Background: an optimization exercise with open tools, aiming at small area, a short achievable clock period and few clock cycles per item. Do not read the settings as production practice.
Only simulation tests tie the RTL to the original design; equivalence was not proved.
No activity file was given, so power comes from the tool's default toggle rates.

## jx_brake
module jx_brake (
    input  wire        clk,
    input  wire        rst_n,         
    input  wire        show_load,     
    input  wire        start,         
    input  wire [63:0] acc,           
    input  wire        fallback,      
    input  wire        cfg_enable,    
    input  wire [15:0] cfg_release,   
    input  wire [31:0] cfg_budget,    
    input  wire [31:0] cfg_static,    
    input  wire [31:0] cfg_trim,      
    input  wire [5:0]  cfg_e,         
    output wire        ready,
    output reg         done,
    output wire [16:0] factor,        
    output reg  [16:0] target,        
    output reg  [63:0] pred,          
    output reg  [63:0] acc_used,      
    output reg         evt_engage,
    output reg         evt_released,
    output reg         evt_fallback,
    output reg         evt_black
);
Settings: LEC_CHECK=0, CAP_MARGIN=20, CORE_MARGIN=2, CORE_UTILIZATION=55, PLACE_DENSITY=0.7, SETUP_SLACK_MARGIN=5, SLEW_MARGIN=20, SYNTH_HIERARCHICAL=1, SYNTH_MINIMUM_KEEP_SIZE=0, TNS_END_PERCENT=100; clock period 15.0 ns.
run.sh (not shown) runs the stock make flow with config.mk's settings and CLKGATE_MAP_FILE= SYNTH_SCRIPT=/design/flow/synth_recipe.tcl, a recipe that flattens the netlist after the stock synthesis.
The baseline reached the layout checks and failed them: capacitance limit, slew limit.
Testbench counts at the start, summed over its fixed seeds: cycles 15,498, frames 3,200.
Change:
--- a/flow/design.v
+++ b/flow/design.v
@@ -2291,35 +2291,36 @@
     assign t_c[92] = mt_s2043;
     assign t_s[93] = mt_c2044;
     assign t_c[93] = mt_s2045;
     assign t_s[94] = mt_c2046;
     assign t_c[94] = mt_s2047;
     assign t_s[95] = mt_c2048;
     assign t_c[95] = 1'b0;
     wire [W-1:0] prod   = t_s + t_c;
     reg  [71:0] p_r;
     wire [71:0] d_w = p_r >> e_r;
-    wire [72:0] p_sum = {1'b0, d_w} + {41'd0, static_r};
+    reg  [71:0] d_r;
+    wire [71:0] d_p   = ph_dec ? d_w : d_r;
+    wire [72:0] p_sum = {1'b0, d_p} + {41'd0, static_r};
     wire [63:0] p_w   = (p_sum[72:64] != 9'd0) ? 64'hFFFF_FFFF_FFFF_FFFF : p_sum[63:0];
     wire        h_neg  = h_r[32];
     wire        h_le0  = h_neg || (h_r[31:0] == 32'd0);
     wire        d_zero = (d_w == 72'd0);
     wire        d_le_h = !h_neg && (d_w[71:32] == 40'd0) && (d_w[31:0] <= h_r[31:0]);
     wire        nobrake = !en_r || d_zero || d_le_h;
     wire        black   = !nobrake && h_le0;
     wire        divide  = !nobrake && !h_le0;
     wire [17:0] rise  = {1'b0, factor} + {2'b00, rel_r};
     wire [16:0] lim   = (rise > {1'b0, ONE}) ? ONE : rise[16:0];
-    wire        big_w = (d_w[71:48] != 24'd0);
-    wire [47:0] dv_w  = big_w ? {48{1'b1}} : d_w[47:0];
-    wire [49:0] d3_w  = {2'b00, d_w[47:0]} + {1'b0, d_w[47:0], 1'b0};
-    reg  [47:0] dv;             
+    wire [47:0] dv_w  = (d_w[71:48] != 24'd0) ? {48{1'b1}} : d_w[47:0];
+    reg         big_r;          
+    wire [47:0] dv    = d_r[47:0] | {48{big_r}};
     reg  [49:0] dv3;
     reg  [47:0] rem;
     reg  [15:0] quo;
     reg         q_gt;           
     reg         q_lt;           
     function [49:0] r4step(input [47:0] r, input [47:0] d1, input [49:0] d3);
         reg [49:0] y;
         reg [50:0] t1, t2, t3;
         begin
             y  = {r, 2'b00};
@@ -2339,22 +2340,21 @@
     wire [3:0]  ln  = (dcnt == 2'd3) ? lim[15:12] :
                       (dcnt == 2'd2) ? lim[11:8]  :
                       (dcnt == 2'd1) ? lim[7:4]   : lim[3:0];
     wire        gt1 = q_gt || (!q_lt && (qd1 > ln[3:2]));
     wire        lt1 = q_lt || (!q_gt && (qd1 < ln[3:2]));
     wire        gt2 = gt1 || (!lt1 && (qd2 > ln[1:0]));
     wire        lt2 = lt1 || (!gt1 && (qd2 < ln[1:0]));
     wire [15:0] q_fin = {quo[11:0], qd1, qd2};
     always @(posedge clk) begin
         cs_s <= t_s;
-        if (ph_m2)
-            p_r <= prod[W-1:24];
+        p_r  <= prod[W-1:24];
         cs_c <= t_c;
         if (!rst_n || show_load) begin
             busy         <= 1'b0;
             ph_m1        <= 1'b0;
             ph_m2        <= 1'b0;
             ph_dec       <= 1'b0;
             ph_div       <= 1'b0;
             done         <= 1'b0;
             use_lim      <= 1'b0;
             target       <= ONE;
@@ -2376,22 +2376,23 @@
                 rel_r    <= cfg_release;
                 static_r <= cfg_static;
                 h_r      <= {1'b0, cfg_budget} - {1'b0, cfg_static};
                 trim_r   <= cfg_trim;
                 e_r      <= cfg_e;
                 busy     <= 1'b1;
                 ph_m1    <= use_prev;
                 ph_m2    <= !use_prev;
             end
             if (ph_dec) begin
-                dv   <= dv_w;
-                dv3  <= big_w ? 50'h2_FFFF_FFFF_FFFD : d3_w;
+                d_r  <= d_w;
+                dv3  <= {2'b00, dv_w} + {1'b0, dv_w, 1'b0};
+                big_r <= (d_w[71:48] != 24'd0);
                 rem  <= {16'd0, h_r[31:0]};
                 q_gt <= 1'b0;
                 q_lt <= lim[16];
                 dcnt <= 2'd3;
                 if (divide) begin
                     ph_div <= 1'b1;
                 end else begin
                     lim_r        <= lim;
                     use_lim      <= !black;
                     target       <= black ? 17'd0 : ONE;
Effect: The new run passed the timing, design-rule and antenna checks; non-clock buffer count came out higher by 201; critical path depth came out higher by 5; cell count came out higher slightly; die area came out lower slightly; design area came out higher slightly; global-route usage came out higher by 3.7 points; first-iteration DRC count came out higher by a quarter to a third; hold slack got worse by 3.2 ps; worst setup slack got worse by 22 ps; core utilization came out higher by 1.9 points; flip-flop and latch count came out higher by 26; total power came out lower by a little under a tenth; register-to-register slack got worse by 240 ps.
Testbench counts after the change, summed over its fixed seeds: cycles 15,498, frames 3,200.

==> what the ideal ports hide <==
The flow's constraints put no driver on any port. The routed layouts listed below were extracted and timed again, unchanged, in two steps. Step 1 sets driving cells, clkbuf_16 on the clock port and buf_2 on the other inputs (assumed; they add their load-dependent delay and slew). Step 2 times the ports against the registers' clock, not the clock port: input delays grow and output delays shrink by t, the midpoint of the rising clock arrivals with the driver on. Three values: ideal ports, drivers, drivers and shift; two values: the first two.
run	t (ns)	setup slack, ns	latest minus earliest clock arrival (ns)	worst data-port slew with drivers (ns)
the first run	0.802	5.083 / 5.142 / 4.340	0.041 / 0.041	0.23
the second run	0.805	5.062 / 5.085 / 4.310	0.042 / 0.042	0.21
The setup slack of the second run, which loses most, moves by +0.023 ns with the drivers and by -0.752 ns with both steps.
